This is an optimization exercise on Yosys and OpenROAD, whose aim is small area and a short achievable clock period, not a production implementation. Only simulation tests tie the RTL to the original design; equivalence was not proved. Power and IR drop assume default switching activity.

try-amber:
Design dram_addr_map, start of the top module:
module dram_addr_map (
    input  wire        clk,
    input  wire        rst,             
    input  wire [1:0]  cfg_bays,        
    input  wire [1:0]  cfg_first_quad,  
    input  wire [15:0] cfg_chan_mask,   
    input  wire [9:0]  cfg_cap_gib,     
    input  wire [2:0]  cfg_log2_nr,     
    input  wire        in_valid,
    input  wire [42:0] in_pa,
    output reg         out_valid,
    output reg  [3:0]  out_bay,
    output reg  [15:0] out_set,
    output reg  [20:0] out_tag,
    output reg         out_edge,
    output reg  [1:0]  out_slot,
    output reg  [3:0]  out_chan,
    output reg  [32:0] out_line,
    output reg         out_sub,
    output reg  [10:0] out_col,
    output reg  [2:0]  out_bg,
    output reg  [1:0]  out_bank,
    output reg  [3:0]  out_rank,
    output reg  [19:0] out_row
);
Size: roughly 1800 cells after synthesis, roughly 260 flip-flops, roughly 200 I/O pins.
export LEC_CHECK = 0
export ABC_AREA = 0
export CAP_MARGIN = 20
export CORE_MARGIN = 2
export CORE_UTILIZATION = 40
export CTS_CLUSTER_DIAMETER = 100
export CTS_CLUSTER_SIZE = 27
export SLEW_MARGIN = 20
create_clock -name core_clock -period 22.0 [get_ports {clk}]
standard.sh (not shown) runs the stock make flow with config.mk's settings and CLKGATE_MAP_FILE= SYNTH_SCRIPT=/design/flow/synth_recipe.tcl, a recipe that flattens the netlist after the stock synthesis.
==> flow/flow/run.sh <==
#!/bin/bash
# Standard layout, with plain buf_1 cells as the port buffers (the default
# choice is a slow delay buffer), and timing repair aimed at a 16.5 ns setup
# margin on the design's clock (the SDC is unchanged).
set -euo pipefail
export BUFFER_PORTS_ARGS="-buffer_cell sky130_fd_sc_hd__buf_1"
export SETUP_SLACK_MARGIN=16.5
bash standard.sh > standard.log 2>&1
--- input diff try-amber..try-umber ---
- ABC_AREA changed from 0 to 1
==> flow/flow/run.sh <==
#!/bin/bash
# Standard layout, with plain buf_2 cells as the port buffers (the default
# choice is a slow delay buffer), and timing repair aimed at a 16.5 ns setup
# margin on the design's clock (the SDC is unchanged).
set -euo pipefail
export BUFFER_PORTS_ARGS="-buffer_cell sky130_fd_sc_hd__buf_2"
export SETUP_SLACK_MARGIN=16.5
bash standard.sh > standard.log 2>&1
--- outcome ---
- Comparing try-amber and try-umber, the lower area of all placed cells without fillers is on try-umber.
- Looking at switching power share of the total, try-umber sits 2.2 points above try-amber.
- Type of the setup path with the least slack = reg2out: try-umber; type of the setup path with the least slack = reg2reg: try-amber
- Diff try-amber -> try-umber: part of the cycle the worst path needs stayed essentially flat; via count rose by about 10%.
- Combined flip-flop and latch cell area: higher on try-amber
- Note that the number of multi-input combinational cells recorded for try-amber amounts to 0.838 times the value seen in try-umber.
The following lists how try-xenon was set up differently from try-umber:
==> flow/flow/run.sh <==
#!/bin/bash
# Standard layout, with plain buf_2 cells as the port buffers (the default
# choice is a slow delay buffer), and timing repair aimed at a 16.3 ns setup
# margin on the design's clock (the SDC is unchanged).
set -euo pipefail
export BUFFER_PORTS_ARGS="-buffer_cell sky130_fd_sc_hd__buf_2"
export SETUP_SLACK_MARGIN=16.3
bash standard.sh > standard.log 2>&1
try-xenon finished end to end and its layout was clean on timing, DRC and antenna.
Longest individual stage delay on the worst path is higher on try-xenon
try-xenon ended up with pp0[16]$_DFF_P_ as its destination of the critical timing path; try-umber ended up with out_line[22].
Any difference in combinational fraction of design power between try-umber and try-xenon is small enough to ignore.
Taking try-umber as the reference point, the time the final worst path needs with I/O delays and setup of try-xenon rises by 0.12 ns.
Number of buffers added on ports: try-xenon vs try-umber, no meaningful difference
try-xenon vs. try-umber: required time of the critical path went up by 4.75 ns.
Compared with try-umber, in try-xenon routed wire length saw a decrease, fmax shows a reduction of 2.1%.
Across both runs, least setup slack across all paths after layout was lower for try-xenon than for try-umber.
Status: total power parity (try-xenon, try-umber)
[try-xenon] post-route clock period utilization rose 0.54 points relative to try-umber
There was hardly any difference in final cell count between try-umber and try-xenon.
Here is what was changed in the inputs of try-yarrow compared with try-xenon.
- changing CORE_UTILIZATION from 40 to 60
==> flow/flow/run.sh <==
#!/bin/bash
# Standard layout, with plain buf_2 cells as the port buffers (the default
# choice is a slow delay buffer), and timing repair aimed at a 16.5 ns setup
# margin on the design's clock (the SDC is unchanged).
set -euo pipefail
export BUFFER_PORTS_ARGS="-buffer_cell sky130_fd_sc_hd__buf_2"
export SETUP_SLACK_MARGIN=16.5
bash standard.sh > standard.log 2>&1
==> summary.txt <==
try-yarrow finished end to end and its layout was clean on timing, DRC and antenna.
Compared try-yarrow against try-xenon; non-clock buffering overhead in the final layout within noise.
Lower data required time at the worst endpoint was reported by try-yarrow, not try-xenon.
Compared with try-xenon, try-yarrow shows clock network fraction of design power higher by 0.5 points.
try-xenon vs try-yarrow, last element of the critical path: pp0[16]$_DFF_P_ vs out_tag[6]
Compared try-yarrow vs try-xenon, and initial core utilization is up in try-yarrow.
On hold slack, try-yarrow and try-xenon are neck and neck.
Per the comparison of try-yarrow with try-xenon, core utilization has increased, critical path depth went down, overall power rose by about 0.55%, fraction of final layout cells sized beyond drive strength 1 neither gained nor lost much, total vias in the final route rose 253.
The inputs of try-willow differ from those of try-yarrow as listed below.
- removing CTS_CLUSTER_SIZE (formerly 27)
- removing CTS_CLUSTER_DIAMETER (formerly 100)
- changing CORE_UTILIZATION from 60 to 40
==> flow/flow/run.sh <==
#!/bin/bash
# Standard layout, with plain buf_1 cells as the port buffers (the default
# choice is a slow delay buffer), and timing repair aimed at a 16.6 ns setup
# margin on the design's clock (the SDC is unchanged).
set -euo pipefail
export BUFFER_PORTS_ARGS="-buffer_cell sky130_fd_sc_hd__buf_1"
export SETUP_SLACK_MARGIN=16.6
bash standard.sh > standard.log 2>&1
- Min total of clock buffers placed in the layout across try-yarrow and try-willow: try-yarrow
- try-yarrow was smaller in final cell area than try-willow.
- Going from try-yarrow to try-willow, clock share of power grows by 7.1 points.
- Note that the number of filler instances in the final layout recorded for try-yarrow amounts to 0.60 times the value seen in try-willow.
- Minimum clock period after layout down 0.064 ns in try-willow wrt try-yarrow

[port drivers added, routing unchanged]
In the flow no input, the clock included, has a driving cell. The finished layouts below were timed again as built, in two steps. Step 1 (the two cells are an assumption about what drives the block):
set clk [get_ports {clk}]
set_driving_cell -lib_cell sky130_fd_sc_hd__clkbuf_16 $clk
set_driving_cell -lib_cell sky130_fd_sc_hd__buf_2 [delete_from_list [all_inputs] $clk]
Step 2 adds t to the input delays and takes it off the output delays; t is the mean of the earliest and latest rising clock arrival at the registers after step 1. Input paths then give back, and output paths get back, about the clock's delay inside the block. Three values: ideal, step 1, step 2; two values: the first two.
run | t, ns | setup WS [ns] | worst setup path at the end
try-amber | 0.549 | 16.555 / 16.504 / 16.209 | input to register
try-umber | 0.550 | 16.578 / 16.524 / 16.113 | input to register
try-xenon | 0.550 | 16.459 / 16.490 / 15.940 | input to register
try-yarrow | 0.540 | 16.522 / 16.470 / 16.170 | input to register
try-willow | 0.601 | 16.585 / 16.532 / 16.228 | input to register
After both steps setup and hold are still met in every run listed. For try-xenon, which loses most, drivers alone change the setup slack by +0.031 ns; drivers and shift together by -0.519 ns.
